This design comes from an exercise in tuning for small area, a short achievable clock period and few clock cycles per item on the open sky130 flow, not from production work.
In this exercise RTL edits were held to simulation tests only and were not proved equivalent to the original.

==> flow/design.v <==
module ldg_chain (
    input  wire         clk,
    input  wire         rst,         
    input  wire         in_valid,
    output wire         in_ready,
    input  wire [1:0]   in_op,       
    input  wire [143:0] in_data,     
    output wire         out_valid,
    input  wire         out_ready,
    output wire [255:0] out_entry    
);
    localparam [1:0] OP_APPEND  = 2'd0;
    localparam [1:0] OP_WORN    = 2'd1;
    localparam [1:0] OP_GENESIS = 2'd2;
    localparam [31:0] IV0 = 32'h6a09e667, IV1 = 32'hbb67ae85, IV2 = 32'h3c6ef372,
                      IV3 = 32'ha54ff53a, IV4 = 32'h510e527f, IV5 = 32'h9b05688c,
                      IV6 = 32'h1f83d9ab, IV7 = 32'h5be0cd19;
    function [31:0] rotr(input [31:0] x, input integer n);
        rotr = (x >> n) | (x << (32 - n));
    endfunction
    function [31:0] add_bk(input [31:0] x, input [31:0] y);
        reg [31:0] gg, pp;
        integer k, s;
        begin
            gg = x & y;
            pp = x ^ y;
            for (s = 1; s < 32; s = s * 2)
                for (k = 2*s - 1; k < 32; k = k + 2*s) begin
                    gg[k] = gg[k] | (pp[k] & gg[k-s]);
                    pp[k] = pp[k] & pp[k-s];
                end
            for (s = 8; s >= 1; s = s / 2)
                for (k = 3*s - 1; k < 32; k = k + 2*s) begin
                    gg[k] = gg[k] | (pp[k] & gg[k-s]);
                    pp[k] = pp[k] & pp[k-s];
                end
            add_bk = (x ^ y) ^ {gg[30:0], 1'b0};
        end
    endfunction
    function [63:0] csa(input [31:0] x, input [31:0] y, input [31:0] z);
        csa = {x ^ y ^ z, ((x & y) | (x & z) | (y & z)) << 1};
    endfunction
    reg         busy;        
    reg         gmode;       
    reg         wmode;       
    reg         rmode;       
    reg         pq;          
    reg  [2:0]  qph;         
    reg         pz;          
    reg         rstd;        
    reg         acc;         
    reg         ovalid;      
    reg  [5:0]  rc;          
    reg  [11:0] seq;         
    reg  [31:0] a, b, c, d, e, f, g;
    reg  [31:0] hkw;         
    reg  [31:0] kreg;        
    reg  [31:0] p [0:7];     
    reg  [31:0] q [8:15];    
    wire amode = ~gmode & ~wmode & ~rmode;
    wire fin   = busy & (gmode ? (rc == 6'd23) : wmode ? (rc == 6'd17) :
                         rmode ? (rc == 6'd9) : (rc == 6'd0));
    wire last  = fin & ~rst;
    wire ofree = ~ovalid | out_ready;
    wire free  = ~rst & ~busy & ~acc;
    wire idle  = free & in_valid & ofree;
    wire start_app  = idle & (in_op == OP_APPEND) & ~rstd & ~pq;
    wire start_gen  = idle & (in_op == OP_GENESIS);
    wire start_worn = idle & (in_op == OP_WORN) & ~pq;
    wire start_rest = free & pq & ofree & (qph == 3'd7) &
                      ~(in_valid & (in_op != OP_APPEND));
    wire start = start_app | start_gen | start_worn | start_rest;
    wire run   = ~rst & (busy | start);
    wire take_acc = acc & in_valid;
    wire rot   = run & amode & (rc >= 6'd1) & (rc <= 6'd8);     
    wire shift = run & (gmode ? (rc >= 6'd16) : amode ? (rc >= 6'd15) : busy);
    wire fill  = busy & wmode & (rc >= 6'd10);
    assign in_ready  = (fin & ~rmode) | acc;
    assign out_valid = ovalid;
    assign out_entry = {4'd0, seq, p[0][15:0], p[1], p[2], p[3], p[4], p[5], p[6], p[7]};
    wire [31:0] S1  = rotr(e, 6) ^ rotr(e, 11) ^ rotr(e, 25);
    wire [31:0] S0  = rotr(a, 2) ^ rotr(a, 13) ^ rotr(a, 22);
    wire [31:0] ch  = (e & f) ^ (~e & g);
    wire [31:0] mj  = (a & b) ^ (a & c) ^ (b & c);
    wire [63:0] t1c = csa(hkw, ch, S1);
    wire [63:0] ec  = csa(t1c[63:32], t1c[31:0], d);
    wire [31:0] e_n = ec[63:32] + ec[31:0];
    wire [63:0] ac1 = csa(t1c[63:32], t1c[31:0], mj);
    wire [63:0] ac2 = csa(ac1[63:32], ac1[31:0], S0);
    wire [31:0] a_n = ac2[63:32] + ac2[31:0];
    wire [5:0]  rk = rc + 6'd1;
    wire [31:0] kz;
    wire kn39, kn40, kn41, kn42, kn43, kn44, kn45, kn46, kn47, kn48;
    wire kn49, kn50, kn51, kn52, kn53, kn54, kn55, kn56, kn57, kn58;
    wire kn59, kn60, kn61, kn62, kn63, kn64, kn65, kn66, kn67, kn68;
    wire kn69, kn70, kn71, kn72, kn74, kn75, kn76, kn77, kn78, kn79;
    wire kn80, kn81, kn82, kn83, kn84, kn85, kn86, kn87, kn88, kn89;
    wire kn90, kn91, kn92, kn93, kn94, kn95, kn96, kn97, kn98, kn99;
    wire kn100, kn101, kn102, kn103, kn104, kn105, kn106, kn107, kn108, kn109;
    wire kn110, kn111, kn112, kn113, kn114, kn116, kn117, kn118, kn119, kn120;
    wire kn121, kn122, kn123, kn124, kn125, kn126, kn127, kn128, kn129, kn130;
    wire kn131, kn132, kn133, kn134, kn135, kn136, kn137, kn138, kn140, kn141;
    wire kn142, kn143, kn144, kn145, kn146, kn147, kn148, kn149, kn150, kn151;
    wire kn152, kn153, kn154, kn155, kn156, kn157, kn158, kn159, kn160, kn161;
    wire kn162, kn163, kn164, kn165, kn166, kn167, kn168, kn169, kn170, kn171;
    wire kn173, kn174, kn175, kn176, kn177, kn178, kn179, kn180, kn181, kn182;
    wire kn183, kn184, kn185, kn186, kn187, kn188, kn189, kn190, kn191, kn192;
    wire kn193, kn194, kn196, kn197, kn198, kn199, kn200, kn201, kn202, kn203;
    wire kn204, kn205, kn206, kn207, kn208, kn209, kn210, kn211, kn212, kn214;
    wire kn215, kn216, kn217, kn218, kn219, kn220, kn221, kn222, kn223, kn224;
    wire kn225, kn226, kn227, kn228, kn229, kn230, kn231, kn232, kn233, kn234;
    wire kn235, kn236, kn237, kn238, kn239, kn241, kn242, kn243, kn244, kn245;
    wire kn246, kn247, kn248, kn249, kn250, kn251, kn252, kn253, kn254, kn255;
    wire kn256, kn257, kn259, kn260, kn261, kn262, kn263, kn264, kn265, kn266;
    wire kn267, kn268, kn269, kn270, kn271, kn272, kn273, kn274, kn275, kn276;
    wire kn277, kn278, kn279, kn280, kn281, kn282, kn283, kn284, kn286, kn287;
    wire kn288, kn289, kn290, kn291, kn292, kn293, kn294, kn295, kn296, kn297;
    wire kn298, kn299, kn300, kn301, kn302, kn303, kn304, kn305, kn306, kn308;
    wire kn309, kn310, kn311, kn312, kn313, kn314, kn315, kn316, kn317, kn318;
    wire kn319, kn320, kn321, kn322, kn323, kn324, kn325, kn326, kn327, kn328;
    wire kn329, kn330, kn331, kn333, kn334, kn335, kn336, kn337, kn338, kn339;
    wire kn340, kn341, kn342, kn343, kn344, kn345, kn346, kn347, kn348, kn349;
    wire kn350, kn351, kn353, kn354, kn355, kn356, kn357, kn358, kn359, kn360;
    wire kn361, kn362, kn363, kn364, kn365, kn366, kn367, kn368, kn369, kn371;
    wire kn372, kn373, kn374, kn375, kn376, kn377, kn378, kn379, kn380, kn381;
    wire kn382, kn383, kn384, kn385, kn386, kn387, kn389, kn390, kn391, kn392;
    wire kn393, kn394, kn395, kn396, kn397, kn398, kn399, kn400, kn401, kn402;
    wire kn403, kn404, kn406, kn407, kn408, kn409, kn410, kn411, kn412, kn413;
    wire kn414, kn415, kn416, kn417, kn418, kn419, kn420, kn421, kn422, kn424;
    wire kn425, kn426, kn427, kn428, kn429, kn430, kn431, kn432, kn433, kn434;
    wire kn436, kn437, kn438, kn439, kn440, kn441, kn442, kn443, kn444, kn445;
    wire kn447, kn448, kn449, kn450, kn451, kn452, kn453, kn454, kn455, kn456;
    wire kn457, kn458, kn459, kn460, kn461, kn462, kn463, kn464, kn465, kn467;
    wire kn468, kn469, kn470, kn471, kn472, kn473, kn474, kn475, kn476, kn477;
    wire kn478, kn479, kn480, kn481, kn482, kn483, kn485, kn486, kn487, kn488;
    wire kn489, kn490, kn491, kn492, kn493, kn494, kn495, kn496, kn497, kn498;
    wire kn499, kn501, kn502, kn503, kn504, kn505, kn506, kn507, kn508, kn509;
    wire kn510, kn511, kn512, kn513, kn515, kn516, kn517, kn518, kn519, kn520;
    wire kn521, kn522, kn523, kn524, kn525, kn526, kn527, kn528, kn529, kn530;
    wire kn532, kn533, kn534, kn535, kn536, kn537, kn538, kn539, kn540, kn541;
    wire kn542, kn543, kn545, kn546, kn547, kn548, kn549, kn550, kn551, kn552;
    wire kn553, kn554, kn555, kn556, kn557, kn558, kn560, kn561, kn562, kn563;
    wire kn564, kn565, kn566, kn567, kn569, kn570, kn571, kn572, kn573, kn574;
    wire kn575, kn576, kn577, kn578, kn579, kn580, kn581, kn583, kn584, kn585;
    wire kn586, kn587, kn588, kn589, kn590, kn591, kn592, kn593, kn594, kn596;
    wire kn597, kn598, kn599, kn600, kn601, kn602, kn603, kn604, kn605, kn606;
    wire kn607, kn608, kn610, kn611, kn612, kn613, kn614, kn615, kn616, kn617;
    wire kn618, kn619, kn621, kn622, kn623, kn624, kn625, kn626, kn627, kn628;
    wire kn629, kn630, kn631, kn633, kn634, kn635, kn636, kn637, kn638, kn639;
    wire kn640, kn641, kn642;
    assign kn39 = rk[4] & ~rk[2];
    assign kn40 = ~rk[5] & rk[1];
    assign kn41 = ~rk[3] & kn40;
    assign kn42 = ~rk[5] & ~rk[2];
    assign kn43 = ~kn41 & kn42;
    assign kn44 = ~rk[5] & ~rk[1];
    assign kn45 = ~rk[2] & ~rk[0];
    assign kn46 = kn44 & kn45;
    assign kn47 = kn43 & ~kn46;
    assign kn48 = ~rk[3] & ~rk[1];
    assign kn49 = rk[4] & rk[1];
    assign kn50 = ~rk[5] & kn49;
    assign kn51 = ~kn48 & ~kn50;
    assign kn52 = ~kn47 & kn51;
    assign kn53 = ~kn39 & ~kn52;
    assign kn54 = rk[5] & kn39;
    assign kn55 = ~rk[1] & kn54;
    assign kn56 = rk[4] & ~rk[3];
    assign kn57 = rk[1] & kn56;
    assign kn58 = ~rk[4] & ~rk[2];
    assign kn59 = rk[5] & ~rk[3];
    assign kn60 = kn58 & kn59;
    assign kn61 = ~kn57 & ~kn60;
    assign kn62 = ~kn55 & kn61;
    assign kn63 = rk[5] & rk[0];
    assign kn64 = rk[1] & kn63;
    assign kn65 = rk[3] & rk[2];
    assign kn66 = kn64 & kn65;
    assign kn67 = rk[2] & ~rk[0];
    assign kn68 = ~rk[4] & ~rk[1];
    assign kn69 = kn67 & kn68;
    assign kn70 = ~rk[5] & kn69;
    assign kn71 = ~kn66 & ~kn70;
    assign kn72 = kn62 & kn71;
    assign kz[31] = ~kn53 & kn72;
    assign kn74 = ~kn39 & ~kn45;
    assign kn75 = ~rk[2] & rk[1];
    assign kn76 = kn74 & kn75;
    assign kn77 = rk[2] & rk[1];
    assign kn78 = kn56 & kn77;
    assign kn79 = ~rk[4] & rk[2];
    assign kn80 = rk[5] & ~rk[1];
    assign kn81 = kn79 & kn80;
    assign kn82 = ~kn78 & ~kn81;
    assign kn83 = ~kn76 & kn82;
    assign kn84 = rk[3] & ~rk[0];
    assign kn85 = ~kn39 & kn44;
    assign kn86 = kn84 & kn85;
    assign kn87 = ~rk[0] & ~kn39;
    assign kn88 = ~rk[3] & kn44;
    assign kn89 = ~kn87 & kn88;
    assign kn90 = rk[5] & rk[2];
    assign kn91 = ~kn84 & kn90;
    assign kn92 = rk[5] & rk[1];
    assign kn93 = ~rk[4] & kn92;
    assign kn94 = ~kn91 & kn93;
    assign kn95 = ~kn89 & ~kn94;
    assign kn96 = ~kn86 & kn95;
    assign kn97 = kn83 & kn96;
    assign kn98 = rk[5] & rk[3];
    assign kn99 = kn39 & ~kn98;
    assign kn100 = rk[2] & rk[0];
    assign kn101 = ~rk[5] & rk[4];
    assign kn102 = ~rk[1] & kn101;
    assign kn103 = kn100 & kn102;
    assign kn104 = ~kn55 & ~kn103;
    assign kn105 = ~kn99 & ~kn104;
    assign kn106 = rk[3] & rk[0];
    assign kn107 = kn79 & kn106;
    assign kn108 = ~rk[1] & rk[0];
    assign kn109 = kn56 & kn108;
    assign kn110 = ~kn107 & ~kn109;
    assign kn111 = rk[2] & ~kn68;
    assign kn112 = ~kn110 & kn111;
    assign kn113 = ~kn92 & kn112;
    assign kn114 = ~kn105 & ~kn113;
    assign kz[30] = ~kn97 | ~kn114;
    assign kn116 = ~rk[0] & kn101;
    assign kn117 = ~kn80 & kn99;
    assign kn118 = ~kn116 & kn117;
    assign kn119 = ~rk[2] & kn89;
    assign kn120 = rk[4] & ~kn48;
    assign kn121 = ~kn75 & kn120;
    assign kn122 = kn63 & kn121;
    assign kn123 = ~kn119 & ~kn122;
    assign kn124 = ~kn118 & kn123;
    assign kn125 = rk[4] & ~rk[0];
    assign kn126 = ~rk[3] & kn125;
    assign kn127 = ~kn106 & ~kn126;
    assign kn128 = ~kn67 & kn127;
    assign kn129 = kn40 & kn128;
    assign kn130 = kn48 & kn67;
    assign kn131 = ~kn70 & ~kn130;
    assign kn132 = ~kn56 & ~kn65;
    assign kn133 = kn80 & kn132;
    assign kn134 = rk[3] & kn92;
    assign kn135 = kn67 & kn134;
    assign kn136 = ~kn133 & ~kn135;
    assign kn137 = kn131 & kn136;
    assign kn138 = ~kn129 & kn137;
    assign kz[29] = ~kn124 | ~kn138;
    assign kn140 = rk[5] & kn68;
    assign kn141 = ~rk[3] & ~rk[0];
    assign kn142 = kn44 & kn141;
    assign kn143 = ~kn140 & ~kn142;
    assign kn144 = ~rk[2] & ~kn143;
    assign kn145 = ~rk[5] & ~rk[4];
    assign kn146 = rk[2] & kn145;
    assign kn147 = kn106 & kn146;
    assign kn148 = ~kn45 & ~kn100;
    assign kn149 = kn102 & kn148;
    assign kn150 = ~kn147 & ~kn149;
    assign kn151 = ~kn144 & kn150;
    assign kn152 = rk[4] & rk[2];
    assign kn153 = ~kn40 & ~kn152;
    assign kn154 = rk[2] & kn40;
    assign kn155 = ~rk[3] & rk[0];
    assign kn156 = ~kn154 & kn155;
    assign kn157 = ~kn153 & kn156;
    assign kn158 = kn63 & kn152;
    assign kn159 = kn100 & kn145;
    assign kn160 = ~kn158 & ~kn159;
    assign kn161 = ~kn44 & ~kn92;
    assign kn162 = ~kn160 & kn161;
    assign kn163 = ~kn157 & ~kn162;
    assign kn164 = kn151 & kn163;
    assign kn165 = ~rk[4] & kn84;
    assign kn166 = ~kn98 & ~kn165;
    assign kn167 = ~kn126 & kn166;
    assign kn168 = kn87 & ~kn145;
    assign kn169 = kn167 & kn168;
    assign kn170 = kn75 & ~kn167;
    assign kn171 = ~kn169 & ~kn170;
    assign kz[28] = kn164 & kn171;
    assign kn173 = kn45 & kn92;
    assign kn174 = ~rk[4] & kn173;
    assign kn175 = ~rk[1] & ~kn42;
    assign kn176 = ~kn140 & kn175;
    assign kn177 = ~kn174 & ~kn176;
    assign kn178 = ~rk[3] & ~kn177;
    assign kn179 = ~rk[4] & kn155;
    assign kn180 = ~kn126 & ~kn179;
    assign kn181 = kn79 & kn84;
    assign kn182 = kn180 & ~kn181;
    assign kn183 = kn40 & ~kn182;
    assign kn184 = rk[3] & kn44;
    assign kn185 = ~kn106 & ~kn184;
    assign kn186 = ~kn74 & ~kn185;
    assign kn187 = ~rk[2] & ~rk[1];
    assign kn188 = rk[0] & ~kn145;
    assign kn189 = kn187 & kn188;
    assign kn190 = kn49 & kn90;
    assign kn191 = ~kn106 & kn190;
    assign kn192 = ~kn189 & ~kn191;
    assign kn193 = ~kn186 & kn192;
    assign kn194 = ~kn183 & kn193;
    assign kz[27] = kn178 | ~kn194;
    assign kn196 = ~rk[0] & kn80;
    assign kn197 = ~kn132 & kn196;
    assign kn198 = kn106 & kn187;
    assign kn199 = kn42 & kn84;
    assign kn200 = rk[4] & kn199;
    assign kn201 = ~kn198 & ~kn200;
    assign kn202 = ~kn197 & kn201;
    assign kn203 = rk[2] & kn155;
    assign kn204 = rk[4] & ~kn203;
    assign kn205 = kn44 & ~kn204;
    assign kn206 = kn58 & kn84;
    assign kn207 = ~kn145 & ~kn206;
    assign kn208 = ~kn42 & ~kn207;
    assign kn209 = ~kn91 & ~kn179;
    assign kn210 = rk[1] & ~kn209;
    assign kn211 = ~kn208 & ~kn210;
    assign kn212 = ~kn205 & kn211;
    assign kz[26] = kn202 & kn212;
    assign kn214 = ~rk[4] & kn67;
    assign kn215 = ~kn203 & ~kn214;
    assign kn216 = kn40 & ~kn215;
    assign kn217 = rk[5] & ~kn141;
    assign kn218 = ~kn108 & kn217;
    assign kn219 = rk[0] & kn184;
    assign kn220 = ~kn218 & ~kn219;
    assign kn221 = kn58 & ~kn220;
    assign kn222 = ~kn216 & ~kn221;
    assign kn223 = kn40 & kn186;
    assign kn224 = ~rk[0] & kn152;
    assign kn225 = kn92 & kn224;
    assign kn226 = rk[2] & kn84;
    assign kn227 = ~rk[5] & kn226;
    assign kn228 = ~kn109 & ~kn227;
    assign kn229 = ~kn225 & kn228;
    assign kn230 = ~rk[0] & ~kn58;
    assign kn231 = ~kn79 & kn106;
    assign kn232 = kn80 & ~kn231;
    assign kn233 = ~kn230 & kn232;
    assign kn234 = ~kn39 & ~kn100;
    assign kn235 = rk[1] & ~kn234;
    assign kn236 = ~kn180 & kn235;
    assign kn237 = ~kn233 & ~kn236;
    assign kn238 = kn229 & kn237;
    assign kn239 = ~kn223 & kn238;
    assign kz[25] = ~kn222 | ~kn239;
    assign kn241 = rk[0] & kn43;
    assign kn242 = ~rk[3] & kn92;
    assign kn243 = kn67 & kn242;
    assign kn244 = ~kn198 & ~kn243;
    assign kn245 = kn241 & kn244;
    assign kn246 = ~kn76 & ~kn130;
    assign kn247 = ~rk[5] & ~kn75;
    assign kn248 = kn141 & ~kn247;
    assign kn249 = ~rk[5] & kn179;
    assign kn250 = ~kn248 & ~kn249;
    assign kn251 = kn246 & kn250;
    assign kn252 = rk[3] & kn103;
    assign kn253 = ~rk[4] & ~kn108;
    assign kn254 = kn161 & kn253;
    assign kn255 = kn65 & kn254;
    assign kn256 = ~kn252 & ~kn255;
    assign kn257 = kn251 & kn256;
    assign kz[24] = kn245 | ~kn257;
    assign kn259 = kn65 & kn101;
    assign kn260 = ~rk[2] & kn106;
    assign kn261 = ~kn203 & ~kn260;
    assign kn262 = ~kn259 & kn261;
    assign kn263 = kn44 & ~kn262;
    assign kn264 = rk[3] & ~kn92;
    assign kn265 = rk[2] & kn264;
    assign kn266 = ~kn263 & ~kn265;
    assign kn267 = ~rk[4] & ~kn266;
    assign kn268 = ~kn64 & ~kn98;
    assign kn269 = ~kn88 & kn268;
    assign kn270 = kn39 & ~kn269;
    assign kn271 = ~kn80 & ~kn224;
    assign kn272 = ~kn45 & kn80;
    assign kn273 = ~kn271 & ~kn272;
    assign kn274 = ~kn243 & ~kn273;
    assign kn275 = ~kn270 & kn274;
    assign kn276 = kn41 & ~kn79;
    assign kn277 = ~kn118 & kn276;
    assign kn278 = rk[5] & kn109;
    assign kn279 = kn80 & kn84;
    assign kn280 = ~kn184 & ~kn279;
    assign kn281 = ~kn278 & kn280;
    assign kn282 = rk[2] & ~kn281;
    assign kn283 = ~kn277 & ~kn282;
    assign kn284 = kn275 & kn283;
    assign kz[23] = kn267 | ~kn284;
    assign kn286 = rk[0] & kn40;
    assign kn287 = ~rk[4] & kn286;
    assign kn288 = ~kn60 & ~kn287;
    assign kn289 = kn41 & kn67;
    assign kn290 = kn68 & kn84;
    assign kn291 = ~kn289 & ~kn290;
    assign kn292 = ~rk[2] & kn155;
    assign kn293 = kn68 & kn98;
    assign kn294 = ~kn196 & ~kn293;
    assign kn295 = ~kn292 & kn294;
    assign kn296 = kn291 & kn295;
    assign kn297 = kn288 & kn296;
    assign kn298 = kn90 & kn165;
    assign kn299 = ~kn252 & ~kn298;
    assign kn300 = kn152 & kn242;
    assign kn301 = kn77 & kn106;
    assign kn302 = ~rk[5] & kn301;
    assign kn303 = ~kn187 & ~kn199;
    assign kn304 = ~kn302 & kn303;
    assign kn305 = ~kn300 & kn304;
    assign kn306 = kn299 & kn305;
    assign kz[22] = kn297 & kn306;
    assign kn308 = kn84 & kn154;
    assign kn309 = ~rk[4] & kn130;
    assign kn310 = ~kn308 & ~kn309;
    assign kn311 = rk[3] & ~kn54;
    assign kn312 = ~kn49 & kn59;
    assign kn313 = kn45 & ~kn312;
    assign kn314 = ~kn311 & kn313;
    assign kn315 = ~rk[2] & kn44;
    assign kn316 = ~kn90 & ~kn315;
    assign kn317 = rk[4] & rk[3];
    assign kn318 = ~rk[0] & ~kn317;
    assign kn319 = ~kn316 & kn318;
    assign kn320 = ~kn314 & ~kn319;
    assign kn321 = kn310 & kn320;
    assign kn322 = kn80 & kn292;
    assign kn323 = ~kn106 & ~kn322;
    assign kn324 = kn68 & ~kn323;
    assign kn325 = rk[3] & kn286;
    assign kn326 = ~kn50 & ~kn325;
    assign kn327 = ~rk[2] & ~kn326;
    assign kn328 = ~kn74 & kn134;
    assign kn329 = ~kn162 & ~kn328;
    assign kn330 = ~kn327 & kn329;
    assign kn331 = ~kn324 & kn330;
    assign kz[21] = kn321 & kn331;
    assign kn333 = ~kn260 & ~kn279;
    assign kn334 = ~kn39 & ~kn333;
    assign kn335 = ~kn81 & ~kn334;
    assign kn336 = ~kn98 & ~kn335;
    assign kn337 = ~kn44 & ~kn152;
    assign kn338 = kn125 & kn337;
    assign kn339 = ~rk[4] & kn46;
    assign kn340 = ~kn338 & ~kn339;
    assign kn341 = kn44 & kn224;
    assign kn342 = kn75 & kn141;
    assign kn343 = ~kn259 & ~kn342;
    assign kn344 = ~kn341 & kn343;
    assign kn345 = kn340 & kn344;
    assign kn346 = ~kn41 & ~kn98;
    assign kn347 = kn39 & ~kn346;
    assign kn348 = kn92 & ~kn179;
    assign kn349 = ~kn204 & kn348;
    assign kn350 = ~kn347 & ~kn349;
    assign kn351 = kn345 & kn350;
    assign kz[20] = ~kn336 & kn351;
    assign kn353 = ~rk[1] & ~kn45;
    assign kn354 = ~kn45 & ~kn126;
    assign kn355 = kn40 & ~kn354;
    assign kn356 = ~kn75 & kn312;
    assign kn357 = ~kn355 & ~kn356;
    assign kn358 = ~kn353 & ~kn357;
    assign kn359 = ~kn81 & ~kn108;
    assign kn360 = ~kn84 & ~kn317;
    assign kn361 = ~kn359 & ~kn360;
    assign kn362 = ~rk[2] & ~kn106;
    assign kn363 = kn145 & kn362;
    assign kn364 = kn39 & kn63;
    assign kn365 = kn48 & kn145;
    assign kn366 = ~kn364 & ~kn365;
    assign kn367 = ~kn363 & kn366;
    assign kn368 = ~kn361 & kn367;
    assign kn369 = ~kn263 & kn368;
    assign kz[19] = ~kn358 & kn369;
    assign kn371 = ~kn214 & ~kn292;
    assign kn372 = ~rk[5] & ~kn371;
    assign kn373 = ~kn181 & ~kn272;
    assign kn374 = kn359 & ~kn373;
    assign kn375 = kn104 & ~kn374;
    assign kn376 = ~kn372 & kn375;
    assign kn377 = ~kn106 & ~kn217;
    assign kn378 = ~kn288 & kn377;
    assign kn379 = kn44 & kn100;
    assign kn380 = ~kn76 & ~kn379;
    assign kn381 = rk[3] & ~kn380;
    assign kn382 = kn92 & kn260;
    assign kn383 = kn84 & kn187;
    assign kn384 = ~kn300 & ~kn383;
    assign kn385 = ~kn382 & kn384;
    assign kn386 = ~kn381 & kn385;
    assign kn387 = ~kn378 & kn386;
    assign kz[18] = ~kn376 | ~kn387;
    assign kn389 = kn125 & ~kn187;
    assign kn390 = ~kn161 & kn389;
    assign kn391 = kn48 & kn152;
    assign kn392 = ~rk[5] & kn203;
    assign kn393 = ~kn391 & ~kn392;
    assign kn394 = ~kn390 & kn393;
    assign kn395 = ~kn198 & ~kn286;
    assign kn396 = rk[4] & ~kn395;
    assign kn397 = kn63 & kn265;
    assign kn398 = ~kn396 & ~kn397;
    assign kn399 = kn394 & kn398;
    assign kn400 = ~kn75 & ~kn339;
    assign kn401 = kn360 & ~kn400;
    assign kn402 = ~kn44 & ~kn98;
    assign kn403 = ~kn167 & kn402;
    assign kn404 = ~kn401 & ~kn403;
    assign kz[17] = kn399 & kn404;
    assign kn406 = kn140 & ~kn155;
    assign kn407 = kn326 & ~kn406;
    assign kn408 = ~kn148 & ~kn407;
    assign kn409 = rk[5] & kn198;
    assign kn410 = kn187 & ~kn377;
    assign kn411 = ~kn409 & kn410;
    assign kn412 = kn41 & kn214;
    assign kn413 = ~kn292 & ~kn317;
    assign kn414 = ~kn145 & ~kn190;
    assign kn415 = ~kn413 & ~kn414;
    assign kn416 = ~kn412 & ~kn415;
    assign kn417 = kn44 & ~kn180;
    assign kn418 = ~kn158 & ~kn230;
    assign kn419 = ~kn360 & kn418;
    assign kn420 = ~kn417 & ~kn419;
    assign kn421 = kn416 & kn420;
    assign kn422 = ~kn411 & kn421;
    assign kz[16] = kn408 | ~kn422;
    assign kn424 = ~kn196 & ~kn219;
    assign kn425 = ~kn234 & ~kn424;
    assign kn426 = ~kn243 & ~kn276;
    assign kn427 = kn49 & kn292;
    assign kn428 = kn141 & kn146;
    assign kn429 = ~kn427 & ~kn428;
    assign kn430 = kn426 & kn429;
    assign kn431 = ~kn206 & ~kn279;
    assign kn432 = ~kn225 & kn431;
    assign kn433 = ~kn112 & kn432;
    assign kn434 = kn430 & kn433;
    assign kz[15] = kn425 | ~kn434;
    assign kn436 = ~kn122 & ~kn241;
    assign kn437 = kn51 & kn248;
    assign kn438 = ~kn334 & ~kn437;
    assign kn439 = kn436 & kn438;
    assign kn440 = ~kn99 & ~kn214;
    assign kn441 = ~rk[1] & ~kn440;
    assign kn442 = ~kn287 & ~kn441;
    assign kn443 = ~kn173 & ~kn308;
    assign kn444 = rk[4] & ~kn443;
    assign kn445 = kn442 & ~kn444;
    assign kz[14] = ~kn439 | ~kn445;
    assign kn447 = ~kn84 & ~kn155;
    assign kn448 = kn49 & ~kn100;
    assign kn449 = ~kn447 & kn448;
    assign kn450 = kn40 & kn224;
    assign kn451 = ~kn148 & kn242;
    assign kn452 = ~kn450 & ~kn451;
    assign kn453 = ~kn449 & kn452;
    assign kn454 = ~kn342 & ~kn383;
    assign kn455 = ~rk[4] & ~kn454;
    assign kn456 = kn88 & kn125;
    assign kn457 = ~kn325 & ~kn456;
    assign kn458 = ~kn455 & kn457;
    assign kn459 = ~kn98 & ~kn140;
    assign kn460 = kn67 & ~kn459;
    assign kn461 = ~kn80 & ~kn107;
    assign kn462 = ~kn81 & ~kn196;
    assign kn463 = ~kn461 & kn462;
    assign kn464 = ~kn460 & ~kn463;
    assign kn465 = kn458 & kn464;
    assign kz[13] = ~kn453 | ~kn465;
    assign kn467 = kn42 & kn447;
    assign kn468 = rk[1] & kn467;
    assign kn469 = kn106 & ~kn414;
    assign kn470 = ~kn159 & ~kn287;
    assign kn471 = ~kn469 & kn470;
    assign kn472 = ~kn468 & kn471;
    assign kn473 = kn39 & kn184;
    assign kn474 = rk[5] & kn49;
    assign kn475 = ~kn473 & ~kn474;
    assign kn476 = kn362 & ~kn475;
    assign kn477 = kn152 & kn279;
    assign kn478 = ~kn161 & kn181;
    assign kn479 = kn81 & kn141;
    assign kn480 = ~kn478 & ~kn479;
    assign kn481 = ~kn477 & kn480;
    assign kn482 = ~kn381 & kn481;
    assign kn483 = ~kn476 & kn482;
    assign kz[12] = ~kn472 | ~kn483;
    assign kn485 = ~kn179 & ~kn317;
    assign kn486 = ~rk[1] & ~kn485;
    assign kn487 = kn101 & kn155;
    assign kn488 = rk[5] & ~kn127;
    assign kn489 = ~kn487 & ~kn488;
    assign kn490 = ~kn486 & kn489;
    assign kn491 = ~rk[2] & ~kn490;
    assign kn492 = ~kn84 & ~kn214;
    assign kn493 = kn40 & ~kn492;
    assign kn494 = ~kn107 & ~kn365;
    assign kn495 = ~kn379 & kn494;
    assign kn496 = rk[1] & kn226;
    assign kn497 = ~kn479 & ~kn496;
    assign kn498 = kn495 & kn497;
    assign kn499 = ~kn493 & kn498;
    assign kz[11] = ~kn491 & kn499;
    assign kn501 = kn75 & kn346;
    assign kn502 = ~kn64 & ~kn130;
    assign kn503 = kn152 & ~kn502;
    assign kn504 = ~kn397 & ~kn503;
    assign kn505 = ~kn501 & kn504;
    assign kn506 = rk[0] & kn293;
    assign kn507 = kn99 & kn108;
    assign kn508 = rk[0] & ~kn79;
    assign kn509 = kn88 & kn508;
    assign kn510 = ~kn507 & ~kn509;
    assign kn511 = ~kn506 & kn510;
    assign kn512 = ~kn236 & ~kn374;
    assign kn513 = kn511 & kn512;
    assign kz[10] = ~kn505 | ~kn513;
    assign kn515 = ~kn126 & ~kn152;
    assign kn516 = ~kn206 & kn515;
    assign kn517 = kn92 & ~kn516;
    assign kn518 = ~kn49 & ~kn68;
    assign kn519 = kn186 & ~kn518;
    assign kn520 = ~kn198 & kn310;
    assign kn521 = ~kn519 & kn520;
    assign kn522 = ~kn517 & kn521;
    assign kn523 = kn230 & kn264;
    assign kn524 = kn442 & kn523;
    assign kn525 = kn487 & kn507;
    assign kn526 = kn100 & kn232;
    assign kn527 = ~rk[3] & kn254;
    assign kn528 = ~kn526 & ~kn527;
    assign kn529 = ~kn525 & kn528;
    assign kn530 = ~kn524 & kn529;
    assign kz[9] = ~kn522 | ~kn530;
    assign kn532 = kn39 & ~kn220;
    assign kn533 = kn45 & kn68;
    assign kn534 = ~kn293 & ~kn391;
    assign kn535 = ~kn533 & kn534;
    assign kn536 = ~kn100 & kn365;
    assign kn537 = ~kn278 & ~kn536;
    assign kn538 = kn535 & kn537;
    assign kn539 = rk[0] & ~kn49;
    assign kn540 = ~kn126 & ~kn539;
    assign kn541 = kn90 & ~kn540;
    assign kn542 = ~kn216 & ~kn541;
    assign kn543 = kn538 & kn542;
    assign kz[8] = ~kn532 & kn543;
    assign kn545 = kn64 & kn317;
    assign kn546 = ~kn278 & ~kn545;
    assign kn547 = ~kn60 & ~kn154;
    assign kn548 = ~kn413 & ~kn547;
    assign kn549 = ~kn54 & ~kn85;
    assign kn550 = kn141 & ~kn549;
    assign kn551 = ~kn548 & ~kn550;
    assign kn552 = kn546 & kn551;
    assign kn553 = ~kn69 & ~kn301;
    assign kn554 = ~kn328 & kn553;
    assign kn555 = ~kn473 & ~kn506;
    assign kn556 = kn554 & kn555;
    assign kn557 = kn244 & ~kn252;
    assign kn558 = kn556 & kn557;
    assign kz[7] = kn552 & kn558;
    assign kn560 = kn69 & ~kn98;
    assign kn561 = ~kn174 & ~kn409;
    assign kn562 = ~kn560 & kn561;
    assign kn563 = ~kn116 & ~kn301;
    assign kn564 = ~kn342 & kn563;
    assign kn565 = ~kn121 & kn160;
    assign kn566 = kn564 & kn565;
    assign kn567 = kn326 & kn566;
    assign kz[6] = ~kn562 | ~kn567;
    assign kn569 = kn44 & kn362;
    assign kn570 = kn546 & ~kn569;
    assign kn571 = ~rk[2] & kn141;
    assign kn572 = ~kn92 & ~kn571;
    assign kn573 = ~kn348 & ~kn572;
    assign kn574 = ~kn141 & ~kn198;
    assign kn575 = ~kn518 & ~kn574;
    assign kn576 = ~kn573 & ~kn575;
    assign kn577 = kn570 & kn576;
    assign kn578 = ~kn39 & kn261;
    assign kn579 = kn40 & ~kn578;
    assign kn580 = kn299 & ~kn444;
    assign kn581 = ~kn579 & kn580;
    assign kz[5] = kn577 & kn581;
    assign kn583 = ~kn42 & ~kn79;
    assign kn584 = kn128 & kn583;
    assign kn585 = ~kn206 & ~kn584;
    assign kn586 = rk[1] & ~kn585;
    assign kn587 = ~kn66 & ~kn450;
    assign kn588 = ~kn159 & ~kn197;
    assign kn589 = kn84 & ~kn337;
    assign kn590 = ~kn67 & ~kn155;
    assign kn591 = kn68 & ~kn590;
    assign kn592 = ~kn589 & ~kn591;
    assign kn593 = kn588 & kn592;
    assign kn594 = kn587 & kn593;
    assign kz[4] = kn586 | ~kn594;
    assign kn596 = ~rk[4] & ~kn222;
    assign kn597 = kn79 & kn98;
    assign kn598 = ~kn196 & ~kn597;
    assign kn599 = ~kn569 & kn598;
    assign kn600 = ~kn165 & ~kn279;
    assign kn601 = ~kn599 & kn600;
    assign kn602 = ~kn101 & kn447;
    assign kn603 = ~kn572 & ~kn602;
    assign kn604 = ~kn227 & ~kn259;
    assign kn605 = ~kn249 & ~kn325;
    assign kn606 = kn604 & kn605;
    assign kn607 = ~kn603 & kn606;
    assign kn608 = ~kn601 & kn607;
    assign kz[3] = ~kn596 & kn608;
    assign kn610 = ~kn64 & ~kn116;
    assign kn611 = rk[3] & ~kn610;
    assign kn612 = rk[4] & kn203;
    assign kn613 = ~kn46 & ~kn365;
    assign kn614 = ~kn612 & kn613;
    assign kn615 = ~kn611 & kn614;
    assign kn616 = kn58 & ~kn377;
    assign kn617 = ~kn152 & kn447;
    assign kn618 = kn272 & ~kn617;
    assign kn619 = ~kn616 & ~kn618;
    assign kz[2] = kn615 & kn619;
    assign kn621 = ~kn249 & ~kn597;
    assign kn622 = kn291 & kn621;
    assign kn623 = ~kn173 & ~kn322;
    assign kn624 = kn587 & kn623;
    assign kn625 = kn622 & kn624;
    assign kn626 = ~kn196 & ~kn235;
    assign kn627 = ~rk[4] & ~kn626;
    assign kn628 = rk[1] & kn39;
    assign kn629 = ~kn467 & ~kn628;
    assign kn630 = ~kn468 & ~kn629;
    assign kn631 = ~kn627 & ~kn630;
    assign kz[1] = kn625 & kn631;
    assign kn633 = kn59 & kn214;
    assign kn634 = ~kn289 & ~kn477;
    assign kn635 = ~kn633 & kn634;
    assign kn636 = ~kn199 & ~kn487;
    assign kn637 = kn110 & kn636;
    assign kn638 = kn340 & kn637;
    assign kn639 = ~kn184 & ~kn628;
    assign kn640 = ~kn166 & ~kn639;
    assign kn641 = kn623 & ~kn640;
    assign kn642 = kn638 & kn641;
    assign kz[0] = kn635 & kn642;
    wire [31:0] p0m = p[0] & {32{~pz}};
    wire [31:0] p1m = p[1] & {32{~pz}};
    wire [31:0] wn  = (rc <= 6'd7) ? p1m : q[15];
    wire [63:0] hc  = csa(g, kreg, wn);
    wire [31:0] hkw_n = hc[63:32] + hc[31:0];
    wire [31:0] ws0 = rotr(p[1], 7) ^ rotr(p[1], 18) ^ (p[1] >> 3);
    wire [31:0] ws1 = rotr(q[14], 17) ^ rotr(q[14], 19) ^ (q[14] >> 10);
    wire [63:0] wc1 = csa(ws1, q[9], ws0);
    wire [63:0] wc2 = csa(wc1[63:32], wc1[31:0], p[0]);
    wire [31:0] wnext = wc2[63:32] + wc2[31:0];
    reg [31:0] dword;
    always @(*) begin
        case (rc[2:0])
            3'd7:    dword = {4'd0, seq, in_data[143:128]};
            3'd0:    dword = in_data[127:96];
            3'd1:    dword = rc[5] ? {4'd0, seq, in_data[143:128]} : in_data[95:64];
            3'd2:    dword = rc[5] ? in_data[127:96] : in_data[63:32];
            3'd3:    dword = rc[5] ? in_data[95:64]  : in_data[31:0];
            3'd4:    dword = in_data[63:32];
            default: dword = in_data[31:0];
        endcase
    end
    wire dtail  = (rc >= 6'd7) & (rc <= 6'd11);
    wire lateld = amode & (rc >= 6'd57) & (rc <= 6'd61);
    wire tp0 = busy & wmode & (rc <= 6'd9);                       
    wire tq8 = (busy & ((wmode & (rc >= 6'd10)) | rmode)) | (~busy & pq);   
    wire tk  = (rc >= 6'd7) & (rc <= 6'd14);
    reg [31:0] tother;
    always @(*) begin
        if (tp0)
            tother = p[0];
        else if (tq8)
            tother = q[8];
        else case (rc)
            6'd12: tother = {~gmode, 31'd0};
            6'd13: tother = 32'd0;
            6'd14: tother = {23'd0, ~gmode, ~gmode, 1'b0, ~gmode, 5'd0};    
            default: tother = dtail ? dword : 32'd0;
        endcase
    end
    wire [31:0] tail = (~tp0 & ~tq8 & ~tk & ~gmode) ? wnext : tother;
    wire last_app = last & amode;
    wire pmove = rot | shift | last_app;
    wire [31:0] p7_in = rot ? p0m : lateld ? dword : fill ? 32'hffffffff : q[8];
    wire [31:0] p0_nxt = busy ? p[1] : p0m;
    integer i;
    always @(posedge clk) begin
        if (pmove) begin
            for (i = 0; i < 4; i = i + 1)
                p[i] <= p[i+1];
            p[4] <= p[5];
            p[5] <= last_app ? a_n : p[6];
            p[6] <= last_app ? add_bk(IV1, a) : p[7];
            p[7] <= last_app ? add_bk(IV2, b) : p7_in;
        end
        for (i = 8; i < 15; i = i + 1)
            q[i] <= q[i+1];
        q[15] <= tail;
        kreg <= (run & ~last) ? kz : 32'h71374491;    
        rstd <= rst;
        if (run & ~last) begin
            a   <= a_n;
            b   <= a;
            c   <= b;
            d   <= c;
            e   <= e_n;
            f   <= e;
            g   <= f;
            hkw <= hkw_n;
        end else begin
            a   <= IV0;
            b   <= IV1;
            c   <= IV2;
            d   <= IV3;
            e   <= IV4;
            f   <= IV5;
            g   <= IV6;
            hkw <= add_bk(IV7 + 32'h428a2f98, p0_nxt);
        end
        qph <= (last & wmode) ? 3'd1 : qph + 3'd1;
        if (rst) begin
            busy   <= 1'b0;
            gmode  <= 1'b0;
            wmode  <= 1'b0;
            rmode  <= 1'b0;
            pq     <= 1'b0;
            pz     <= 1'b1;
            acc    <= 1'b0;
            ovalid <= 1'b0;
            rc     <= 6'd1;
            seq    <= 12'd0;
        end else begin
            rc   <= start_gen ? 6'd8 : (run & ~last) ? rc + 6'd1 : 6'd1;
            busy <= start | (busy & ~last);
            if (start) begin
                gmode <= start_gen;
                wmode <= start_worn;
                rmode <= start_rest;
            end else if (last) begin
                gmode <= 1'b0;
                wmode <= 1'b0;
                rmode <= 1'b0;
            end
            if (last & (amode | gmode))
                pz <= 1'b0;
            if (last & wmode)
                pq <= 1'b1;
            else if (last & (rmode | gmode))
                pq <= 1'b0;
            acc  <= idle & ((in_op == 2'd3) | ((in_op == OP_WORN) & pq));
            if (last & (amode | wmode))
                ovalid <= 1'b1;
            else if (take_acc & (in_op == OP_WORN))
                ovalid <= 1'b1;
            else if (out_ready)
                ovalid <= 1'b0;
            if (last & gmode)
                seq <= 12'd0;
            else if (ovalid & out_ready)
                seq <= seq + 12'd1;
        end
    end
endmodule
==> flow/flow/run.sh <==
#!/bin/bash
# Own layout flow: the standard flow (standard.sh: unchanged synthesis and
# steps, the design's clock and constraints), with two changes to how the
# layout is made:
#  - the port buffers that global placement inserts on every input and output
#    are the smallest plain buffer (buf_1) instead of the one buffer_ports
#    picks by itself (clkdlybuf4s50_1, 2.7 times the area);
#  - the timing repair aims for more setup slack than config.mk may ask for
#    (SETUP_SLACK_MARGIN), so that it sizes the round logic for a shorter
#    period. The clock period and the SDC are not changed.
# make's full output goes to flow_make.log in the work folder; each ORFS step
# also writes its own log under orfs/logs/.
set -euo pipefail
export BUFFER_PORTS_ARGS="-buffer_cell sky130_fd_sc_hd__buf_1"
margin=$(cat flow/margin.txt)
if grep -q '^export SETUP_SLACK_MARGIN' config.mk; then
  sed -i "s/^export SETUP_SLACK_MARGIN.*/export SETUP_SLACK_MARGIN = $margin/" config.mk
else
  echo "export SETUP_SLACK_MARGIN = $margin" >> config.mk
fi
cp config.mk config_used.mk
bash standard.sh finish > flow_make.log 2>&1
test -f out/final.def
==> flow/flow/margin.txt <==
5
==> flow/standard.sh <==
#!/bin/bash
# synth_recipe.tcl (not shown) runs the flow's synth.tcl, then flattens the netlist and writes it again
# the make line also repeats each setting of config.mk as NAME=value (left out here)
make -C /OpenROAD-flow-scripts/flow DESIGN_CONFIG=/design/flow/config.mk WORK_HOME=/design/flow/orfs CLKGATE_MAP_FILE= SYNTH_SCRIPT=/design/flow/synth_recipe.tcl "${@:-finish}"
==> flow/config.mk <==
export PLATFORM = sky130hd
export DESIGN_NAME = ldg_chain
export DESIGN_NICKNAME = ldg_chain
export VERILOG_FILES = /design/flow/design.v
export SDC_FILE = /design/flow/constraint.sdc
export NUM_CORES = 4
export LEC_CHECK = 0
export CAP_MARGIN = 20
export CORE_MARGIN = 2
export CORE_UTILIZATION = 55
export CTS_BUF_LIST = sky130_fd_sc_hd__clkbuf_16
export CTS_CLUSTER_DIAMETER = 80
export CTS_CLUSTER_SIZE = 20
export PLACE_DENSITY = 0.65
export SETUP_SLACK_MARGIN = 5
export SLEW_MARGIN = 20
==> flow/constraint.sdc <==
create_clock -name core_clock -period 10.0 [get_ports {clk}]
set_input_delay 2.0000 -clock core_clock [delete_from_list [all_inputs] [get_ports {clk}]]
set_output_delay 2.0000 -clock core_clock [all_outputs]
set_load 0.01 [all_outputs]
==> run notes, run 1 <==
Skew-Pair Late Insertion Delay about 0.66 ns; crit end category output port; initial antenna violation count 11; I/O Pins ~400; post-synthesis compound-gate area fraction 14.25%; Final Skew 0.04159 ns; slowest stage delay, CP roughly 0.49 ns; post-DR vias/cell 6.260; ys async rst share 0%; Unique masters post-synth 89; wire length of the first global-routing pass 256.4 mm; Top FF cell, synth dfxtp_1; Max FO, Critical Path 16; Max Freq ~0.2 GHz; detailed placement HPWL 144.1 mm; synth warn 3; vias in the first global route approximately 35000; Metal-1 WL 67.04 mm; Period Utilization, post-route 49.18%; RSZ-0062 raised after global routing yes; #FFs+latches synth 830; Clock Sinks 830; number of fill cells roughly 6900; # setup viols final 0; worst path required time 8.00 ns; sequential area share after synthesis a little over two fifths; final hold violation count 0; relative slew slack between 10% and 20%; pin count of the biggest net entering global routing roughly 90; floorplan core area 80420 µm²; Simple-Gate Fraction of Synth Area about an eighth; number of H-tree levels 2; crit start category flop; GP Congestion between 1 and 1.5; GRT overflow 0; Syn Std Cell Area 44570 µm²; Routed WL 184.4 mm; Max-cap violations 0; Num CTS Buffers 53; wire length on met3 18.37 mm; main combinational cell family by area after synthesis adder cells; antenna-violating nets left 0; via count 36550; met2 wire len 81.32 mm; CTS Hold Bufs 0; Crit Path Category reg2out; Syn Area/Cell 9.945 µm²; clk buf depth 3; Pins Over Slew Limit 0; commonest non-fill, non-tap cell in the layout dfxtp_1; Post-Synth Adder-Cell Area 15.78%; crit path buf inv count 2; post-synthesis instance total 4482; Die Ht 288.7 µm; status no timing/DRC/antenna violations; Least-Margin Pin Slew 1.227 ns; Worst EP arrival about 2.9 ns; setup_tns 0 ns; Port Buf Inserts slightly above 400; clk slew on worst S/H paths roughly 0.090 ns; Area growth syn-to-layout 9.701%; most frequent cells in the layout dfxtp_1 (547), nand2_1 (410), buf_1 (403); drt first pass iters 6; Post-route DRC 0; worst path cell trace buf_4 -> or2_1 -> or4_1 -> a21oi_1 -> o21ai_2 -> o21bai_1 -> buf_1; Initial DRC Count 4292; Post-synth EDFFs around 260; Starting Density a little under three fifths; Slowest cell on crit path dfxtp_1; FP Rows 104; share of post-route cells with drive strength above 1 around 5.7%; DR WL/cell about 32 µm; Tmin final about 4.9 ns; CTS tree built; Min Hold Slack between 0.3 and 0.4 ns; die area 83330 µm²; total track usage 43.73%; Nets around 5300; Hold Path Class reg2reg; CTS root buf clkbuf_16; Die W 288.7 µm; CP top delay family simple AND/OR/NAND/NOR gates; Post-Synth XOR/XNOR Area 8.295%; Top Layer Used met5; post-synthesis mux area share 0.8815%
-- repair_timing --
action | 4_1_cts | 5_1_grt
cloned | 2 | 0
endpoints found under the setup margin | 42 | 193
resized for setup | 30 | 57
setup buffers | 1 | 10
pin swaps | 3 | 8
-- per-stage QoR --
step                      utilization (%)  setup WS (ns)  area (µm²)  cells
after global placement              58.22          4.444       46820   5728
after detailed placement            58.23          4.365       46830   5729
after floorplan                         -          4.459       44610   4485
after global routing                60.78          4.896       48880   5831
final                               60.80          5.082       48900   5839
after CTS                           60.43          4.988       48600   5821
-- synthesized netlist by cell type, types with 7 or more instances --
master       n  area share (%)
nand2_1    411             3.5
and3_1      18            0.25
buf_4       20            0.34
edfxtp_1   256              17
a21boi_0     8            0.13
o21a_1      28            0.47
nor3b_1     49            0.83
nor2b_1     21            0.29
o21bai_1    21            0.35
a221oi_1    11            0.22
xnor2_1    295             5.8
clkbuf_1   207             1.7
o31ai_1     18            0.30
a311oi_1    27            0.53
xor2_1     124             2.4
and2_1      96             1.3
mux2i_1     37            0.83
nand3_1     66            0.74
maj3_1      31            0.70
buf_2       35            0.39
nand2b_1   100             1.4
nor3_1      52            0.58
inv_1      315             2.7
dfxtp_1    574              26
or2_2        7           0.098
o211ai_1    19            0.32
a22oi_1     77             1.3
a31oi_1     37            0.52
nand4_1     18            0.25
a2111oi_0    7            0.14
a21o_1      35            0.59
a211oi_1    53            0.89
a21oi_1    281             3.2
fa_1       217             9.7
buf_1       25            0.21
nor2_1     269             2.3
o22ai_1     23            0.32
or3_1       16            0.22
ha_1       190             5.3
o21ai_0    234             2.6
o221ai_1    33            0.65
nor4_1      10            0.14
-- cell type report --
type	instances	area (µm²)	share of cell area, %
inverter	317	1195	2.444
sequential	830	19220	39.31
multi-input combinational	3052	23320	47.70
clock buffer	55	1376	2.815
antenna	8	20.02	0.04094
clock inverter	34	284.0	0.5809
timing repair buffer	483	2150	4.396
tap	1060	1326	2.712
-- kinds of logic (layout without fill, tap and decap cells) --
family	count (synthesis)	count (layout)
compound gates	992	992
xor+xnor	420	420
mux	39	39
other cells	1	12
buf+inv	605	889
fa+ha+maj	438	438
flops	830	830
simple gates	1157	1159
-- registers in the layout (all words and copies together) (netlist names), 6 cells and up --
name	flops
e	32
b	32
rc	6
kreg	32
a	32
g	32
c	32
seq	12
d	32
p	256
f	32
q	256
hkw	32
-- per-layer routing --
metal / up-vias / global-route usage [%]
met2: 2386 / 67.62
li1: 15800 / -
met3: 659 / 9.076
met4: 8 / 33.62
met5: - / 0
met1: 17700 / 53.83
-- final timing paths --
check | startpoint | endpoint | slack [ns] | depth (start not counted)
worst max-delay path | rc[5] | in_ready | 5.08 | 7
worst min-delay path | q[11][18] | q[10][18] | 0.32 | 0
worst max register to register | e[9] | p[5][24] | 5.10 | 16
worst min register to register | q[11][18] | q[10][18] | 0.32 | 0
Testbench counts, summed over its fixed seeds: cycles 24,720, items 384.
==> run 2: changes to the inputs <==
--- a/flow/config.mk
+++ b/flow/config.mk
@@ -7,10 +7,10 @@
 export LEC_CHECK = 0
 export CAP_MARGIN = 20
 export CORE_MARGIN = 2
-export CORE_UTILIZATION = 55
+export CORE_UTILIZATION = 45
 export CTS_BUF_LIST = sky130_fd_sc_hd__clkbuf_16
 export CTS_CLUSTER_DIAMETER = 80
 export CTS_CLUSTER_SIZE = 20
-export PLACE_DENSITY = 0.65
+export PLACE_DENSITY = 0.55
 export SETUP_SLACK_MARGIN = 5
 export SLEW_MARGIN = 20
==> run notes, run 2 <==
status no timing/DRC/antenna violations; CTS root buf clkbuf_16; Syn Std Cell Area 44570 µm² (unchanged); die area 101600 µm² (+22%); Top Registers p (256), q (256); Num CTS Buffers 53 (unchanged); floorplan core area 98280 µm² (+22%); post-synthesis instance total 4482 (unchanged); sequential area share after synthesis 43.03% (unchanged); Port Buf Inserts 403 (unchanged); Tmin final 5.020 ns (+0.1023 ns); Post-route DRC 0 (unchanged); Post-synth top cells dfxtp_1 (574), nand2_1 (411), inv_1 (315), xnor2_1 (295), a21oi_1 (281); FP Rows 115 (+11%); top cells by area, synth dfxtp_1 (26%), edfxtp_1 (17%), fa_1 (9.7%); # setup viols final 0 (unchanged); Pins Over Slew Limit 0 (unchanged); setup_tns 0 ns (unchanged); Worst EP arrival 5.54 ns (+2.62 ns); Final Skew 0.02968 ns (-0.01192 ns); Die W 318.7 µm (+10%); Unique masters post-synth 89 (unchanged); drt first pass iters 8 (+2); GR peak layer met2; Least-Margin Pin Slew 1.251 ns (+0.02353 ns); GRT overflow 0 (unchanged); initial antenna violation count 6 (-5); Initial DRC Count 4081 (-4.9%); Post-synth EDFFs 256 (unchanged); RSZ-0062 raised after global routing yes; pin count of the biggest net entering global routing 173 (+88%); clk buf depth 3 (unchanged); Skew-Pair Late Insertion Delay 0.70 ns (+0.04 ns); relative slew slack 15.87% (-1.5 points); number of H-tree levels 2 (unchanged); #FFs+latches synth 830 (unchanged); via count 35360 (-3.3%); CTS tree built; Max Freq 0.1992 GHz (-2.0%); DR WL/cell 30.30 µm (-4.1%); post-synth top area cell dfxtp_1; total track usage 35.50% (-8.2 points); Clock Sinks 830 (unchanged); Syn Area/Cell 9.945 µm² (unchanged); antenna-violating nets left 0 (unchanged); met3 usage 5.673% (-3.4 points); GRT met1 Usage 45.47% (-8.4 points); Max-cap violations 0 (unchanged); clk slew on worst S/H paths 0.09 ns (about the same); share of post-route cells with drive strength above 1 6.330% (+0.61 points); commonest non-fill, non-tap cell in the layout dfxtp_1; Hold Path Class reg2reg; most frequent cells in the layout dfxtp_1 (542), nand2_1 (409), buf_1 (403); synth warn 3 (unchanged); detailed placement HPWL 143.4 mm (-0.48%); Starting Density 45.35% (-10 points); final hold violation count 0 (unchanged); number of fill cells 9315 (+34%); crit start category flop; GP Congestion 1.030 (-0.84%); Max FO, Critical Path 23 (+7); most common cell in the netlist dfxtp_1; Routed WL 184.1 mm (-0.16%); Period Utilization, post-route 50.20% (+1.0 points); met2 Use GR 55.89% (-12 points); wire length of the first global-routing pass 256.2 mm (about the same); Die Ht 318.7 µm (+10%); Nets 5304 (+0.19%); post-DR vias/cell 5.819 (-7.0%); post-synth top area share 25.78% (unchanged); ys async rst share 0% (unchanged); worst path required time 10.52 ns (+2.52 ns); Non-Filler Instances 6077 (+4.1%); vias in the first global route 33690 (-3.6%); crit end category flop; Top FF cell, synth dfxtp_1; Area growth syn-to-layout 10.81%; Crit Path Category reg2reg; Post-Place Cells 5969 (+4.2%); I/O Pins 408 (unchanged)
run 2: cell counts after synthesis:
Identical to the previous run, type by type.
run 2: cells by family (layout without fill, tap and decap cells):
family | after synthesis | after routing | share of synthesized area, %
buffers and inverters | 605 | 907 | 5.379
adders and majority gates | 438 | 438 | 15.78
other | 1 | 7 | 0.008413
xor gates and xnor gates | 420 | 420 | 8.295
DFF | 830 | 830 | 43.03
and+or+nand+nor | 1157 | 1157 | 12.38
AOI/OAI and AO/OA | 992 | 992 | 14.25
muxes | 39 | 39 | 0.8815
run 2: worst paths after layout:
path / cells past startpoint / start / slack [ns] / end
setup / recovery: 11 / rc[2] / 4.98 / kreg[17]
hold / removal: 0 / q[12][2] / 0.33 / q[11][2]
setup reg to reg: 11 / rc[2] / 4.98 / kreg[17]
hold reg to reg: 0 / q[12][2] / 0.33 / q[11][2]
run 2: critical path: stages, from the launching register on:
cell     delay [ns]
dfxtp_1        0.74
nand3_1        0.41
nor2_1         0.23
xor2_1         0.17
buf_4          0.34
ha_1           0.85
inv_1          0.52
and3_1         0.34
nor2_1         0.09
o22ai_1        0.09
a221o_1        0.35
o21ai_0        0.70
run 2: final cells by class:
| type | count | area [µm²] | area share [%] |
|---|---|---|---|
| inverters | 317 | 1195 | 2.419 |
| multi-input cells | 3050 | 23390 | 47.35 |
| clock buffers | 57 | 1426 | 2.888 |
| diodes | 3 | 7.507 | 0.01520 |
| repair buffers | 495 | 2241 | 4.537 |
| flip-flops and latches | 830 | 19240 | 38.95 |
| clock inverters | 38 | 284.0 | 0.5751 |
| well taps | 1287 | 1610 | 3.260 |
run 2: layer usage:
| layer | vias up | wire length (µm) |
|---|---|---|
| li1 | 15820 | - |
| met1 | 17450 | 73690 |
| met2 | 1671 | 83310 |
| met3 | 418 | 13180 |
| met4 | 2 | 13930 |
| met5 | - | 11 |
run 2: what timing repair did:
action / 4_1_cts / 5_1_grt
gates resized for setup: 25 / 85
endpoints found under the setup margin: 39 / 53
hold buffers: 0 / 0
pin swaps: 3 / 10
buffers inserted: 1 / 9
run 2: metrics by stage:
stage	util, %	instance area [µm²]	hold slack (ns)	setup slack (ns)
floorplan	-	44610	0.3096	4.459
global placement	48.07	47240	0.3099	4.477
detailed placement	48.08	47250	0.3121	4.461
CTS	49.89	49030	0.3214	4.974
global route	50.25	49380	0.3331	4.978
finish	50.26	49390	0.3281	4.980
==> run 3: changes to the inputs <==
--- a/flow/config.mk
+++ b/flow/config.mk
@@ -7,10 +7,10 @@
 export LEC_CHECK = 0
 export CAP_MARGIN = 20
 export CORE_MARGIN = 2
-export CORE_UTILIZATION = 45
+export CORE_UTILIZATION = 50
 export CTS_BUF_LIST = sky130_fd_sc_hd__clkbuf_16
 export CTS_CLUSTER_DIAMETER = 80
 export CTS_CLUSTER_SIZE = 20
-export PLACE_DENSITY = 0.55
+export PLACE_DENSITY = 0.6
 export SETUP_SLACK_MARGIN = 5
 export SLEW_MARGIN = 20
==> run notes, run 3 <==
synth warn 3 (unchanged); post-synth top area share 25.78% (unchanged); Post-route DRC 0 (unchanged); post-DR vias/cell 5.986 (+2.9%); status no timing/DRC/antenna violations; Initial DRC Count 4300 (+5.4%); Num CTS Buffers 54 (+1.9%); post-synthesis mux area share 0.8815% (unchanged); Syn Area/Cell 9.945 µm² (unchanged); final worst slack 5.092 ns (+0.1125 ns); Max Freq 0.2038 GHz (+2.3%); Starting Density 50.43% (+5.1 points); Post-synth top cells dfxtp_1 (574), nand2_1 (411), inv_1 (315), xnor2_1 (295), a21oi_1 (281); initial antenna violation count 11 (+5); Simple-Gate Fraction of Synth Area 12.38% (unchanged); Clock Sinks 830 (unchanged); I/O Pins 408 (unchanged); Area growth syn-to-layout 10.55%; DR WL/cell 30.94 µm (+2.1%); DP Area 46990 µm² (-0.55%); ys async rst share 0% (unchanged); Hold Path Class reg2reg; sequential area share after synthesis 43.03% (unchanged); Max FO, Critical Path 7 (-70%); Least-Margin Pin Slew 1.320 ns (+0.06925 ns); via count 35630 (+0.75%); pin count of the biggest net entering global routing 195 (+13%); detailed placement HPWL 143.3 mm (about the same); drt first pass iters 6 (-2); Post-Synth Adder-Cell Area 15.78% (unchanged); GRT overflow 0 (unchanged); clk buf depth 3 (unchanged); die area 91550 µm² (-9.9%); Unique masters post-synth 89 (unchanged); Post-Synth XOR/XNOR Area 8.295% (unchanged); Final Skew 0.03219 ns (+0.002511 ns); # setup viols final 0 (unchanged); relative slew slack 11.41% (-4.5 points); RSZ-0062 raised after global routing yes; FP Rows 109 (-5.2%); GP Congestion 1.013 (-1.7%); slowest stage delay, CP 0.58 ns (-0.27 ns); vias in the first global route 34040 (+1.0%); Die Ht 302.6 µm (-5.1%); Post-Route Utilization 55.76% (+5.5 points); #FFs+latches synth 830 (unchanged); top cells by area, synth dfxtp_1 (26%), edfxtp_1 (17%), fa_1 (9.7%); crit path buf inv count 1 (-1); worst path required time 10.41 ns (-0.11 ns); Period Utilization, post-route 49.08% (-1.1 points); share of post-route cells with drive strength above 1 6.212% (-0.12 points); CTS root buf clkbuf_16; Routed WL 184.2 mm (about the same); worst path cell trace xor2_1 -> xnor2_1 -> fa_1 -> inv_1 -> fa_1 -> fa_1 -> ha_1 -> a21oi_2 -> o211ai_1 -> a211oi_2 -> o21ai_4 -> a21oi_2 -> nor2_2 -> a2111oi_4 -> xor2_1 -> o21ai_0; crit end category flop; floorplan core area 88370 µm² (-10%); Worst EP arrival 5.32 ns (-0.22 ns); Skew-Pair Late Insertion Delay 0.69 ns (about the same); wire length of the first global-routing pass 253.5 mm (-1.1%); number of H-tree levels 2 (unchanged); Top FF cell, synth dfxtp_1; antenna-violating nets left 0 (unchanged); CTS tree built; CTS Hold Bufs 0 (unchanged); CP top delay family adder cells; Slowest cell on crit path fa_1; total track usage 39.35% (+3.9 points); most frequent cells in the layout dfxtp_1 (542), nand2_1 (410), buf_1 (403); most common cell in the netlist dfxtp_1; post-synthesis instance total 4482 (unchanged); Pins Over Slew Limit 0 (unchanged); post-synth top area cell dfxtp_1; Syn Std Cell Area 44570 µm² (unchanged); final hold violation count 0 (unchanged); post-synthesis compound-gate area fraction 14.25% (unchanged); commonest non-fill, non-tap cell in the layout dfxtp_1; Port Buf Inserts 403 (unchanged); crit start category flop; most frequent CP cell fa_1; Die W 302.6 µm (-5.1%); Tmin final 4.908 ns (-0.1125 ns); Post-synth EDFFs 256 (unchanged); Nets 5297 (-0.13%); setup_tns 0 ns (unchanged); Max-cap violations 0 (unchanged); Place WS 4.309 ns (-0.1522 ns); Top Registers p (256), q (256); main combinational cell family by area after synthesis adder cells; clk slew on worst S/H paths 0.09 ns (about the same); Min Hold Slack 0.3296 ns (+0.001436 ns); Final Instance Area 49270 µm² (-0.23%); Crit Path Category reg2reg
## run 3: area by class of cell
| class | instances | area, µm² |
|---|---|---|
| Fill cell | 8056 | 39100 |
| Multi-Input combinational cell | 3050 | 23450 |
| Sequential cell | 830 | 19240 |
| Timing Repair Buffer | 487 | 2222 |
| Tap cell | 1165 | 1458 |
| Clock buffer | 56 | 1401 |
| Inverter | 317 | 1195 |
| Clock inverter | 41 | 297.8 |
| Antenna cell | 6 | 15.01 |
## run 3: path summary, 6_finish.rpt
kind         startpoint        end  slack (ns)  cells after the start
min           q[12][25]  q[11][25]        0.33                      0
max               e[21]   p[5][30]        5.09                     16
max reg2reg       e[21]   p[5][30]        5.09                     16
min reg2reg   q[12][25]  q[11][25]        0.33                      0
## run 3: layer usage
| layer | GRT usage (%) | part of all wire [%] |
|---|---|---|
| met2 | 63.48 | 46 |
| met5 | 0 | 0.041 |
| met3 | 10.31 | 9.8 |
| met1 | 48.54 | 38 |
| met4 | 20.57 | 6.5 |
## run 3: logic make-up after synthesis
logic type,count (synthesis)
and+or+nand+nor,1157
AOI/OAI and AO/OA,992
other,1
buffers and inverters,605
xor gates and xnor gates,420
adders and majority gates,438
DFF,830
muxes,39
## run 3: what timing repair did
action	CTS	global route
cloned	0	1
gates resized for setup	45	74
pin swaps	4	14
endpoints found under the setup margin	45	68
buffers inserted	3	13
## run 3: worst reg2reg max path: stages (launching register included)
cell       delay (ns)
dfxtp_2          0.44
xor2_1           0.20
xnor2_1          0.12
fa_1             0.58
inv_1            0.11
fa_1             0.51
fa_1             0.42
ha_1             0.42
a21oi_2          0.20
o211ai_1         0.11
a211oi_2         0.32
o21ai_4          0.14
a21oi_2          0.24
nor2_2           0.10
a2111oi_4        0.38
xor2_1           0.26
o21ai_0          0.11
## run 3: per-stage QoR
step | cells
4_1_cts | 5932
5_1_grt | 5946
6_report | 5952
3_5_place_dp | 5832
2_1_floorplan | 4485
3_3_place_gp | 5831

[port drivers added, routing unchanged]
No port has a modelled driver above. Below, the same layouts with a new extraction and two added sets of constraints. Step 1 assumes that a clkbuf_16 drives the clock port and a buf_2 every other input. Step 2 times the ports against the registers' clock, not the clock port: input delays grow and output delays shrink by t, the midpoint of the rising clock arrivals with the driver on. Three values: ideal ports, drivers, drivers and shift; two values: the first two.
| run | t, ns | slack for setup (ns) | hold slack, ns | worst setup path at the end |
|---|---|---|---|---|
| run 1 | 0.709 | 5.082 / 5.008 / 4.523 | 0.316 / 0.316 / 0.316 | input to register |
| run 2 | 0.760 | 4.980 / 4.980 / 4.562 | 0.328 / 0.328 / 0.328 | input to register |
| run 3 | 0.744 | 5.092 / 5.092 / 4.406 | 0.330 / 0.330 / 0.330 | input to register |
After both steps setup and hold are still met in every run listed. The setup slack of run 3, which loses most, moves by 0.000 ns with the drivers and by -0.686 ns with both steps.
